This design comes from an exercise in tuning for small area, a short achievable clock period and few clock cycles on the open sky130 flow, not from production work. RTL that was checked went through simulation tests only; none was proved equivalent to the original.

==> zinc <==
==> flow/design.v <==
module crc_engine (
    input  wire        clk,
    input  wire        rst_n,
    input  wire        start,
    input  wire [6:0]  cfg_width,        
    input  wire [63:0] cfg_poly,         
    input  wire [63:0] cfg_init,
    input  wire [63:0] cfg_xorout,
    input  wire        cfg_refin,
    input  wire        cfg_refout,
    input  wire [3:0]  cfg_prefix_len,   
    input  wire [63:0] cfg_prefix,
    input  wire [3:0]  cfg_suffix_len,   
    input  wire [63:0] cfg_suffix,
    input  wire        in_valid,
    input  wire [7:0]  in_data,
    input  wire        in_last,
    output reg         in_ready,
    output reg         busy,
    output reg         done,
    output reg  [63:0] result
);
    localparam [2:0] S_IDLE = 3'd0,
                     S_AL1  = 3'd1,
                     S_AL2  = 3'd2,
                     S_RUN  = 3'd3,
                     S_OUT  = 3'd4;
    reg [2:0]  state;
    reg [3:0]  pre_left;     
    reg [3:0]  suf_left;     
    reg        got_last;     
    reg        data_done;    
    reg [7:0]  hb;           
    reg        hb_v;
    reg        hb_l;
    reg [7:0]  fr;           
    reg        use_hb;       
    reg [63:0] crc;          
    reg [63:0] poly;         
    reg [5:0]  rot;          
    reg        refin;
    reg        refout;
    reg [63:0] xorout;
    reg [63:0] prefix;
    reg [63:0] suffix;
    function [63:0] rev64(input [63:0] v);
        integer n;
        begin
            for (n = 0; n < 64; n = n + 1)
                rev64[n] = v[63 - n];
        end
    endfunction
    function [7:0] rev8(input [7:0] v);
        integer n;
        begin
            for (n = 0; n < 8; n = n + 1)
                rev8[n] = v[7 - n];
        end
    endfunction
    wire run     = (state == S_RUN);
    wire pre_ph  = (pre_left != 4'd0);
    wire dat_ph  = !pre_ph && !data_done;
    wire suf_ph  = !pre_ph && data_done;
    wire step    = run && (pre_ph || suf_ph || hb_v);
    wire is_last = dat_ph ? (hb_l && suf_left == 4'd0) : (suf_ph && suf_left == 4'd1);
    wire take    = in_valid && in_ready;
    reg  [63:0] rot_in;
    reg  [5:0]  rot_amt;
    always @* begin
        rot_amt = rot;
        if (state == S_AL1)
            rot_in = poly;
        else if (state == S_AL2)
            rot_in = crc;
        else if (refout) begin
            rot_in  = crc;
            rot_amt = 6'd0;
        end else
            rot_in = rev64(crc);
    end
    reg  [63:0] rot_out;
    integer r;
    always @* begin
        rot_out = rot_in;
        for (r = 0; r < 6; r = r + 1)
            if (rot_amt[r])
                rot_out = (rot_out >> (1 << r)) | (rot_out << (64 - (1 << r)));
    end
    wire [7:0] feed = use_hb ? hb : fr;
    reg [7:1]  mc;
    function [7:1] mcoef(input [63:57] ptop);
        integer d, e;
        reg [7:0] m;
        begin
            m[0] = 1'b1;
            for (d = 1; d < 8; d = d + 1) begin
                m[d] = 1'b0;
                for (e = 1; e <= d; e = e + 1)
                    m[d] = m[d] ^ (ptop[64 - e] & m[d - e]);
            end
            mcoef = m[7:1];
        end
    endfunction
    wire [7:0] t = crc[63:56] ^ feed;
    reg  [7:0] fbv;
    reg [63:0] crc_next;
    integer i, j;
    always @* begin
        for (i = 0; i < 8; i = i + 1) begin
            fbv[i] = t[i];
            for (j = i + 1; j < 8; j = j + 1)
                fbv[i] = fbv[i] ^ (mc[j - i] & t[j]);
        end
        crc_next = crc << 8;
        for (i = 0; i < 8; i = i + 1)
            crc_next = crc_next ^ ({64{fbv[i]}} & (poly << i));
    end
    reg [2:0] state_n;
    reg [3:0] pre_n, suf_n;
    reg       hb_v_n, got_last_n, data_done_n;
    always @* begin
        state_n     = state;
        pre_n       = pre_left;
        suf_n       = suf_left;
        hb_v_n      = hb_v;
        got_last_n  = got_last;
        data_done_n = data_done;
        if (!busy) begin
            state_n     = start ? S_AL1 : S_IDLE;
            pre_n       = cfg_prefix_len;
            suf_n       = cfg_suffix_len;
            hb_v_n      = 1'b0;
            got_last_n  = 1'b0;
            data_done_n = 1'b0;
        end else begin
            if (state == S_AL1)
                state_n = S_AL2;
            if (state == S_AL2)
                state_n = S_RUN;
            if (step) begin
                if (is_last)
                    state_n = S_OUT;
                if (pre_ph)
                    pre_n = pre_left - 4'd1;
                else if (dat_ph) begin
                    hb_v_n = 1'b0;
                    if (hb_l)
                        data_done_n = 1'b1;
                end else
                    suf_n = suf_left - 4'd1;
            end
            if (take) begin
                hb_v_n     = 1'b1;
                got_last_n = in_last;
            end
        end
        if (!rst_n)
            state_n = S_IDLE;
    end
    wire busy_n = (state_n == S_AL1) || (state_n == S_AL2) || (state_n == S_RUN);
    wire pre_ph_n = (pre_n != 4'd0);
    always @(posedge clk) begin
        result   <= rev64(rot_out) ^ xorout;
        done     <= rst_n && (state == S_OUT);
        state     <= state_n;
        busy      <= busy_n;
        in_ready  <= busy_n && !got_last_n && !(hb_v_n && (pre_ph_n || state_n != S_RUN));
        use_hb    <= !pre_ph_n && !data_done_n;
        pre_left  <= pre_n;
        suf_left  <= suf_n;
        hb_v      <= hb_v_n;
        got_last  <= got_last_n;
        data_done <= data_done_n;
        if (pre_n != 4'd0)
            fr <= refin ? rev8(prefix[(pre_n - 4'd1) * 8 +: 8]) : prefix[(pre_n - 4'd1) * 8 +: 8];
        else
            fr <= refin ? rev8(suffix[(suf_n - 4'd1) * 8 +: 8]) : suffix[(suf_n - 4'd1) * 8 +: 8];
        mc <= mcoef(poly[63:57]);
        if (!busy) begin
            rot    <= cfg_width[5:0];
            refin  <= cfg_refin;
            refout <= cfg_refout;
            poly   <= cfg_poly;
            crc    <= cfg_init;
            xorout <= cfg_xorout;
            prefix <= cfg_prefix;
            suffix <= cfg_suffix;
        end else begin
            if (state == S_AL1)
                poly <= rot_out;
            if (state == S_AL2)
                crc <= rot_out;
            if (step)
                crc <= crc_next;
            if (take) begin
                hb   <= refin ? rev8(in_data) : in_data;
                hb_l <= in_last;
            end
        end
    end
endmodule
==> flow/run.sh <==
#!/bin/bash
# synth_recipe.tcl (not shown) runs the flow's synth.tcl, then flattens the netlist and writes it again
# the make line also repeats each setting of config.mk as NAME=value (left out here)
make -C /OpenROAD-flow-scripts/flow DESIGN_CONFIG=/design/flow/config.mk WORK_HOME=/design/flow/orfs CLKGATE_MAP_FILE= SYNTH_SCRIPT=/design/flow/synth_recipe.tcl finish
==> flow/config.mk <==
export PLATFORM = sky130hd
export DESIGN_NAME = crc_engine
export DESIGN_NICKNAME = crc_engine
export VERILOG_FILES = /design/flow/design.v
export SDC_FILE = /design/flow/constraint.sdc
export NUM_CORES = 4
export LEC_CHECK = 0
export CAP_MARGIN = 20
export CORE_MARGIN = 2
export CORE_UTILIZATION = 30
export SETUP_SLACK_MARGIN = 1.0
export SLEW_MARGIN = 20
==> flow/constraint.sdc <==
create_clock -name core_clock -period 25.0 [get_ports {clk}]
set_input_delay 5.0000 -clock core_clock [delete_from_list [all_inputs] [get_ports {clk}]]
set_output_delay 5.0000 -clock core_clock [all_outputs]
set_load 0.01 [all_outputs]
==> inputs of cedar, as changes to zinc <==
==> flow/design.v, changed modules only <==
module crc_engine (
    input  wire        clk,
    input  wire        rst_n,
    input  wire        start,
    input  wire [6:0]  cfg_width,        
    input  wire [63:0] cfg_poly,         
    input  wire [63:0] cfg_init,
    input  wire [63:0] cfg_xorout,
    input  wire        cfg_refin,
    input  wire        cfg_refout,
    input  wire [3:0]  cfg_prefix_len,   
    input  wire [63:0] cfg_prefix,
    input  wire [3:0]  cfg_suffix_len,   
    input  wire [63:0] cfg_suffix,
    input  wire        in_valid,
    input  wire [7:0]  in_data,
    input  wire        in_last,
    output reg         in_ready,
    output reg         busy,
    output reg         done,
    output reg  [63:0] result
);
    localparam [2:0] S_IDLE = 3'd0,
                     S_AL1  = 3'd1,
                     S_AL2  = 3'd2,
                     S_RUN  = 3'd3,
                     S_OUT  = 3'd4;
    reg [2:0]  state;
    reg        ld;           
    reg [3:0]  pre_left;     
    reg [3:0]  suf_left;     
    reg        got_last;     
    reg        data_done;    
    reg [7:0]  hb;           
    reg        hb_v;
    reg        hb_l;
    reg [7:0]  fr;           
    reg        use_hb;       
    reg [7:1]  mc;           
    reg [63:0] crc;          
    reg [63:0] poly;         
    reg [5:0]  rot;          
    reg        refin;
    reg        refout;
    reg [63:0] xorout;
    reg [63:0] prefix;
    reg [63:0] suffix;
    function [63:0] rev64(input [63:0] v);
        integer n;
        begin
            for (n = 0; n < 64; n = n + 1)
                rev64[n] = v[63 - n];
        end
    endfunction
    function [7:0] rev8(input [7:0] v);
        integer n;
        begin
            for (n = 0; n < 8; n = n + 1)
                rev8[n] = v[7 - n];
        end
    endfunction
    function [7:1] mcoef(input [63:57] ptop);
        integer d, e;
        reg [7:0] m;
        begin
            m[0] = 1'b1;
            for (d = 1; d < 8; d = d + 1) begin
                m[d] = 1'b0;
                for (e = 1; e <= d; e = e + 1)
                    m[d] = m[d] ^ (ptop[64 - e] & m[d - e]);
            end
            mcoef = m[7:1];
        end
    endfunction
    wire run     = (state == S_RUN);
    wire pre_ph  = (pre_left != 4'd0);
    wire suf_ph  = !pre_ph && data_done;
    wire step    = run && (!use_hb || hb_v);
    wire is_last = use_hb ? (hb_l && suf_left == 4'd0) : (suf_ph && suf_left == 4'd1);
    wire take    = in_valid && in_ready;
    reg  [63:0] rot_in;
    reg  [5:0]  rot_amt;
    always @* begin
        rot_amt = rot;
        if (state == S_AL1)
            rot_in = poly;
        else if (state == S_AL2)
            rot_in = crc;
        else if (refout) begin
            rot_in  = crc;
            rot_amt = 6'd0;
        end else
            rot_in = rev64(crc);
    end
    reg  [63:0] rot_out;
    integer r;
    always @* begin
        rot_out = rot_in;
        for (r = 0; r < 6; r = r + 1)
            if (rot_amt[r])
                rot_out = (rot_out >> (1 << r)) | (rot_out << (64 - (1 << r)));
    end
    wire [7:0] feed = use_hb ? hb : fr;
    wire [7:0] t    = crc[63:56] ^ feed;
    reg  [7:0]  fbv;
    reg  [63:0] crc_next;
    integer i, j;
    always @* begin
        for (i = 0; i < 8; i = i + 1) begin
            fbv[i] = t[i];
            for (j = i + 1; j < 8; j = j + 1)
                fbv[i] = fbv[i] ^ (mc[j - i] & t[j]);
        end
        crc_next = crc << 8;
        for (i = 0; i < 8; i = i + 1)
            crc_next = crc_next ^ ({64{fbv[i]}} & (poly << i));
    end
    reg [2:0] state_n;
    reg [3:0] pre_n, suf_n;
    reg       hb_v_n, got_last_n, data_done_n;
    always @* begin
        state_n     = state;
        pre_n       = pre_left;
        suf_n       = suf_left;
        hb_v_n      = hb_v;
        got_last_n  = got_last;
        data_done_n = data_done;
        if (state == S_AL1)
            state_n = S_AL2;
        if (state == S_AL2)
            state_n = S_RUN;
        if (step) begin
            if (is_last)
                state_n = S_OUT;
            if (pre_ph)
                pre_n = pre_left - 4'd1;
            else if (use_hb) begin
                hb_v_n = 1'b0;
                if (hb_l)
                    data_done_n = 1'b1;
            end else
                suf_n = suf_left - 4'd1;
        end
        if (take) begin
            hb_v_n     = 1'b1;
            got_last_n = in_last;
        end
        if (ld) begin
            state_n     = start ? S_AL1 : S_IDLE;
            hb_v_n      = 1'b0;
            got_last_n  = 1'b0;
            data_done_n = 1'b0;
        end
        if (!rst_n)
            state_n = S_IDLE;
    end
    wire busy_n   = (state_n == S_AL1) || (state_n == S_AL2) || (state_n == S_RUN);
    wire [3:0] pre_nn = ld ? cfg_prefix_len : pre_n;
    wire pre_ph_n = (pre_nn != 4'd0);
    always @(posedge clk) begin
        result    <= rev64(rot_out) ^ xorout;
        done      <= rst_n && (state == S_OUT);
        state     <= state_n;
        busy      <= busy_n;
        ld        <= !busy_n;
        in_ready  <= busy_n && !got_last_n && !(hb_v_n && (pre_ph_n || state_n != S_RUN));
        pre_left  <= pre_nn;
        suf_left  <= ld ? cfg_suffix_len : suf_n;
        hb_v      <= hb_v_n;
        got_last  <= got_last_n;
        data_done <= data_done_n;
        use_hb    <= !pre_ph_n && !data_done_n;
        mc        <= mcoef(poly[63:57]);
        if (pre_n != 4'd0)
            fr <= refin ? rev8(prefix[(pre_n - 4'd1) * 8 +: 8]) : prefix[(pre_n - 4'd1) * 8 +: 8];
        else
            fr <= refin ? rev8(suffix[(suf_n - 4'd1) * 8 +: 8]) : suffix[(suf_n - 4'd1) * 8 +: 8];
        if (ld) begin
            rot    <= cfg_width[5:0];
            refin  <= cfg_refin;
            refout <= cfg_refout;
            poly   <= cfg_poly;
            crc    <= cfg_init;
            xorout <= cfg_xorout;
            prefix <= cfg_prefix;
            suffix <= cfg_suffix;
        end else begin
            if (state == S_AL1)
                poly <= rot_out;
            if (state == S_AL2)
                crc <= rot_out;
            if (step)
                crc <= crc_next;
            if (take) begin
                hb   <= refin ? rev8(in_data) : in_data;
                hb_l <= in_last;
            end
        end
    end
endmodule
==> flow/flow/run.sh (new file) <==
#!/bin/bash
# The standard layout, with two changes to how it is made:
#  - port buffers are sky130_fd_sc_hd__buf_1 instead of the default delay cell
#  - repair_timing aims for a large setup margin, so that the critical paths
#    are sized for a much shorter cycle than the 25 ns clock
# make's output goes to run_standard.log here; ORFS's own logs stay in orfs/logs.
set -euo pipefail
bash standard.sh \
  'BUFFER_PORTS_ARGS=-buffer_cell sky130_fd_sc_hd__buf_1' \
  SETUP_SLACK_MARGIN=19.0 \
  finish > run_standard.log 2>&1
==> flow/standard.sh (new file) <==
#!/bin/bash
# synth_recipe.tcl (not shown) runs the flow's synth.tcl, then flattens the netlist and writes it again
# the make line also repeats each setting of config.mk as NAME=value (left out here)
make -C /OpenROAD-flow-scripts/flow DESIGN_CONFIG=/design/flow/config.mk WORK_HOME=/design/flow/orfs CLKGATE_MAP_FILE= SYNTH_SCRIPT=/design/flow/synth_recipe.tcl "${@:-finish}"
CORE_UTILIZATION = 50   (was 30)
CTS_CLUSTER_DIAMETER = 100   (was default)
CTS_CLUSTER_SIZE = 20   (was default)
removed: flow/run.sh
==> inputs of quartz, as changes to zinc <==
==> flow/design.v, changed modules only <==
module crc_engine (
    input  wire        clk,
    input  wire        rst_n,
    input  wire        start,
    input  wire [6:0]  cfg_width,        
    input  wire [63:0] cfg_poly,         
    input  wire [63:0] cfg_init,
    input  wire [63:0] cfg_xorout,
    input  wire        cfg_refin,
    input  wire        cfg_refout,
    input  wire [3:0]  cfg_prefix_len,   
    input  wire [63:0] cfg_prefix,
    input  wire [3:0]  cfg_suffix_len,   
    input  wire [63:0] cfg_suffix,
    input  wire        in_valid,
    input  wire [7:0]  in_data,
    input  wire        in_last,
    output reg         in_ready,
    output reg         busy,
    output reg         done,
    output reg  [63:0] result
);
    localparam [1:0] S_IDLE = 2'd0,
                     S_AL1  = 2'd1,
                     S_AL2  = 2'd2,
                     S_RUN  = 2'd3;
    reg [1:0]  state;
    reg        ld;           
    reg [3:0]  pre_left;     
    reg [3:0]  suf_left;     
    reg        got_last;     
    reg        data_done;    
    reg [7:0]  hb;           
    reg        hb_v;
    reg        hb_l;
    reg [7:0]  fr;           
    reg        use_hb;       
    reg [7:1]  mc;           
    reg [63:0] crc;          
    reg [63:0] poly;         
    reg [5:0]  rot;          
    reg        refin;
    reg        refout;
    reg [63:0] xorout;
    reg [63:0] prefix;
    reg [63:0] suffix;
    function [63:0] rev64(input [63:0] v);
        integer n;
        begin
            for (n = 0; n < 64; n = n + 1)
                rev64[n] = v[63 - n];
        end
    endfunction
    function [7:0] rev8(input [7:0] v);
        integer n;
        begin
            for (n = 0; n < 8; n = n + 1)
                rev8[n] = v[7 - n];
        end
    endfunction
    function [7:1] mcoef(input [63:57] ptop);
        integer d, e;
        reg [7:0] m;
        begin
            m[0] = 1'b1;
            for (d = 1; d < 8; d = d + 1) begin
                m[d] = 1'b0;
                for (e = 1; e <= d; e = e + 1)
                    m[d] = m[d] ^ (ptop[64 - e] & m[d - e]);
            end
            mcoef = m[7:1];
        end
    endfunction
    wire run     = (state == S_RUN);
    wire pre_ph  = (pre_left != 4'd0);
    wire suf_ph  = !pre_ph && data_done;
    wire step    = run && (!use_hb || hb_v);
    wire is_last = use_hb ? (hb_l && suf_left == 4'd0) : (suf_ph && suf_left == 4'd1);
    wire take    = in_valid && in_ready;
    reg  [63:0] crc_next;
    reg  [63:0] rot_in;
    reg  [5:0]  rot_amt;
    always @* begin
        rot_amt = rot;
        if (state == S_AL1)
            rot_in = poly;
        else if (state == S_AL2)
            rot_in = crc;
        else if (refout) begin
            rot_in  = crc_next;
            rot_amt = 6'd0;
        end else
            rot_in = rev64(crc_next);
    end
    reg  [63:0] rot_out;
    integer r;
    always @* begin
        rot_out = rot_in;
        for (r = 0; r < 6; r = r + 1)
            if (rot_amt[r])
                rot_out = (rot_out >> (1 << r)) | (rot_out << (64 - (1 << r)));
    end
    wire [7:0] feed = use_hb ? hb : fr;
    wire [7:0] t    = crc[63:56] ^ feed;
    reg  [7:0]  fbv;
    integer i, j;
    always @* begin
        for (i = 0; i < 8; i = i + 1) begin
            fbv[i] = t[i];
            for (j = i + 1; j < 8; j = j + 1)
                fbv[i] = fbv[i] ^ (mc[j - i] & t[j]);
        end
        crc_next = crc << 8;
        for (i = 0; i < 8; i = i + 1)
            crc_next = crc_next ^ ({64{fbv[i]}} & (poly << i));
    end
    reg [1:0] state_n;
    reg [3:0] pre_n, suf_n;
    reg       hb_v_n, got_last_n, data_done_n;
    always @* begin
        state_n     = state;
        pre_n       = pre_left;
        suf_n       = suf_left;
        hb_v_n      = hb_v;
        got_last_n  = got_last;
        data_done_n = data_done;
        if (state == S_AL1)
            state_n = S_AL2;
        if (state == S_AL2)
            state_n = S_RUN;
        if (step) begin
            if (is_last)
                state_n = S_IDLE;
            if (pre_ph)
                pre_n = pre_left - 4'd1;
            else if (use_hb) begin
                hb_v_n = 1'b0;
                if (hb_l)
                    data_done_n = 1'b1;
            end else
                suf_n = suf_left - 4'd1;
        end
        if (take) begin
            hb_v_n     = 1'b1;
            got_last_n = in_last;
        end
        if (ld) begin
            state_n     = start ? S_AL1 : S_IDLE;
            hb_v_n      = 1'b0;
            got_last_n  = 1'b0;
            data_done_n = 1'b0;
        end
        if (!rst_n)
            state_n = S_IDLE;
    end
    wire [3:0] pre_nn = ld ? cfg_prefix_len : pre_n;
    wire pre_ph_n = (pre_nn != 4'd0);
    wire use_hb_n = !pre_ph_n && !data_done_n;
    wire hb_l_n   = take ? in_last : hb_l;
    wire last_n   = use_hb_n ? (hb_v_n && hb_l_n && suf_n == 4'd0)
                             : (!pre_ph_n && suf_n == 4'd1);
    wire busy_n   = (state_n == S_AL1) || (state_n == S_AL2) || (state_n == S_RUN && !last_n);
    always @(posedge clk) begin
        result    <= rev64(rot_out) ^ xorout;
        done      <= rst_n && step && is_last;
        state     <= state_n;
        busy      <= busy_n;
        ld        <= !busy_n;
        in_ready  <= (state_n != S_IDLE) && !got_last_n && !(hb_v_n && (pre_ph_n || state_n != S_RUN));
        pre_left  <= pre_nn;
        suf_left  <= ld ? cfg_suffix_len : suf_n;
        hb_v      <= hb_v_n;
        got_last  <= got_last_n;
        data_done <= data_done_n;
        use_hb    <= use_hb_n;
        mc        <= mcoef(poly[63:57]);
        if (pre_n != 4'd0)
            fr <= refin ? rev8(prefix[(pre_n - 4'd1) * 8 +: 8]) : prefix[(pre_n - 4'd1) * 8 +: 8];
        else
            fr <= refin ? rev8(suffix[(suf_n - 4'd1) * 8 +: 8]) : suffix[(suf_n - 4'd1) * 8 +: 8];
        if (ld) begin
            rot    <= cfg_width[5:0];
            refin  <= cfg_refin;
            refout <= cfg_refout;
            poly   <= cfg_poly;
            crc    <= cfg_init;
            xorout <= cfg_xorout;
            prefix <= cfg_prefix;
            suffix <= cfg_suffix;
        end else begin
            if (state == S_AL1)
                poly <= rot_out;
            if (state == S_AL2)
                crc <= rot_out;
            if (step)
                crc <= crc_next;
            if (take) begin
                hb   <= refin ? rev8(in_data) : in_data;
                hb_l <= in_last;
            end
        end
    end
endmodule
==> flow/flow/run.sh (new file) <==
#!/bin/bash
# The standard layout, with two changes to how it is made:
#  - port buffers are sky130_fd_sc_hd__buf_1 instead of the default delay cell
#  - repair_timing aims for a large setup margin, so that the critical paths
#    are sized for a much shorter cycle than the 25 ns clock
# make's output goes to run_standard.log here; ORFS's own logs stay in orfs/logs.
set -euo pipefail
bash standard.sh \
  'BUFFER_PORTS_ARGS=-buffer_cell sky130_fd_sc_hd__buf_1' \
  SETUP_SLACK_MARGIN=18.6 \
  finish > run_standard.log 2>&1
==> flow/standard.sh (new file) <==
#!/bin/bash
# synth_recipe.tcl (not shown) runs the flow's synth.tcl, then flattens the netlist and writes it again
# the make line also repeats each setting of config.mk as NAME=value (left out here)
make -C /OpenROAD-flow-scripts/flow DESIGN_CONFIG=/design/flow/config.mk WORK_HOME=/design/flow/orfs CLKGATE_MAP_FILE= SYNTH_SCRIPT=/design/flow/synth_recipe.tcl "${@:-finish}"
removed: flow/run.sh
==> inputs of xenon, as changes to zinc <==
--- a/flow/design.v
+++ b/flow/design.v
@@ -36,3 +36,2 @@
     reg [7:0]  fr;           
-    reg        use_hb;       
     reg [63:0] crc;          
@@ -71,5 +70,5 @@
         if (state == S_AL1)
+            rot_in = crc;
+        else if (state == S_AL2)
             rot_in = poly;
-        else if (state == S_AL2)
-            rot_in = crc;
         else if (refout) begin
@@ -88,30 +87,14 @@
     end
-    wire [7:0] feed = use_hb ? hb : fr;
-    reg [7:1]  mc;
-    function [7:1] mcoef(input [63:57] ptop);
-        integer d, e;
-        reg [7:0] m;
-        begin
-            m[0] = 1'b1;
-            for (d = 1; d < 8; d = d + 1) begin
-                m[d] = 1'b0;
-                for (e = 1; e <= d; e = e + 1)
-                    m[d] = m[d] ^ (ptop[64 - e] & m[d - e]);
-            end
-            mcoef = m[7:1];
+    wire [7:0] feed = dat_ph ? hb : fr;
+    reg [63:0] crc_next;
+    reg        fb;
+    integer i;
+    always @* begin
+        crc_next = crc;
+        for (i = 7; i >= 0; i = i - 1) begin
+            fb       = crc_next[63] ^ feed[i];
+            crc_next = crc_next << 1;
+            if (fb)
+                crc_next = crc_next ^ poly;
         end
-    endfunction
-    wire [7:0] t = crc[63:56] ^ feed;
-    reg  [7:0] fbv;
-    reg [63:0] crc_next;
-    integer i, j;
-    always @* begin
-        for (i = 0; i < 8; i = i + 1) begin
-            fbv[i] = t[i];
-            for (j = i + 1; j < 8; j = j + 1)
-                fbv[i] = fbv[i] ^ (mc[j - i] & t[j]);
-        end
-        crc_next = crc << 8;
-        for (i = 0; i < 8; i = i + 1)
-            crc_next = crc_next ^ ({64{fbv[i]}} & (poly << i));
     end
@@ -167,3 +150,2 @@
         in_ready  <= busy_n && !got_last_n && !(hb_v_n && (pre_ph_n || state_n != S_RUN));
-        use_hb    <= !pre_ph_n && !data_done_n;
         pre_left  <= pre_n;
@@ -177,3 +159,2 @@
             fr <= refin ? rev8(suffix[(suf_n - 4'd1) * 8 +: 8]) : suffix[(suf_n - 4'd1) * 8 +: 8];
-        mc <= mcoef(poly[63:57]);
         if (!busy) begin
@@ -189,5 +170,5 @@
             if (state == S_AL1)
+                crc <= rot_out;
+            if (state == S_AL2)
                 poly <= rot_out;
-            if (state == S_AL2)
-                crc <= rot_out;
             if (step)
==> notes.md <==
metric	quartz	zinc	xenon	cedar
Worst-Skew Late Latency	610 ps	680 ps	650 ps	650 ps
Cell with the largest stage delay on the worst path	sky130_fd_sc_hd__o211ai_1	sky130_fd_sc_hd__ha_1	sky130_fd_sc_hd__ha_2	sky130_fd_sc_hd__dfxtp_2
Clock tree sinks	434	434	426	435
Seq cells	434	434	426	435
Worst Setup SP	use_hb	cfg_prefix_len[0]	cfg_prefix_len[0]	in_ready
Fin Hold WS	442 ps	437 ps	402 ps	419 ps
Total area of multi-input combinational cells	22100 um^2	17800 um^2	16500 um^2	17600 um^2
Met3 layer wire length in the routed design	19300 um	12900 um	6300 um	9500 um
Critical path buffers and inverters	1	3	3	1
Worst-Margin Slew	1150 ps	1190 ps	1220 ps	1220 ps
Length of routed wiring on met1	72200 um	50400 um	45200 um	44200 um
Number of cells on the critical path	17	10	11	1
Sequential cell area	12100 um^2	12100 um^2	11900 um^2	12100 um^2
Reg-to-reg setup timing slack	18520 ps	19630 ps	17630 ps	19510 ps
Post-Route WL	181000 um	130000 um	106000 um	115000 um
Status	no timing/DRC/antenna violations	no timing/DRC/antenna violations	no timing/DRC/antenna violations	no timing/DRC/antenna violations
Max frequency	154 MHz	129 MHz	132 MHz	163 MHz
Fraction of the mapped netlist area in compound gates	22.0%	18.5%	9.55%	18.6%
Core Box Area	114000 um^2	103000 um^2	96700 um^2	61400 um^2
Testbench counts of cedar, summed over its fixed seeds: cycles 16,503.
Only the layout flow was run in zinc, quartz and xenon; the RTL was not checked for function there.

what the ideal ports hide:
No port has a modelled driver above. Below, the same layouts with a new extraction and two added sets of constraints. Step 1 (the two cells are an assumption about what drives the block):
set clk [get_ports {clk}]
set_driving_cell -lib_cell sky130_fd_sc_hd__clkbuf_16 $clk
set_driving_cell -lib_cell sky130_fd_sc_hd__buf_2 [delete_from_list [all_inputs] $clk]
Step 2 also shifts input and output timing later by t, the mid clock arrival at the registers, as if the neighbouring blocks saw the same clock. Three values: ideal ports, drivers, drivers and shift; two values: the first two.
run | shift t [ns] | slack for setup (ns) | worst setup path at the end | latest minus earliest clock arrival (ns) | worst data-port slew with drivers (ns)
zinc | 0.726 | 17.237 / 17.267 / 16.542 | input to register | 0.043 / 0.043 | 0.12
cedar | 0.701 | 18.884 / 18.814 / 18.585 | input to register | 0.048 / 0.049 | 0.10
quartz | 0.669 | 18.515 / 18.515 / 18.427 | input to register | 0.027 / 0.028 | 0.17
xenon | 0.686 | 17.414 / 17.414 / 16.727 | input to register | 0.052 / 0.053 | 0.14
After both steps every run listed still meets setup and hold. For zinc, which loses most, drivers alone change the setup slack by +0.030 ns; drivers and shift together by -0.695 ns.
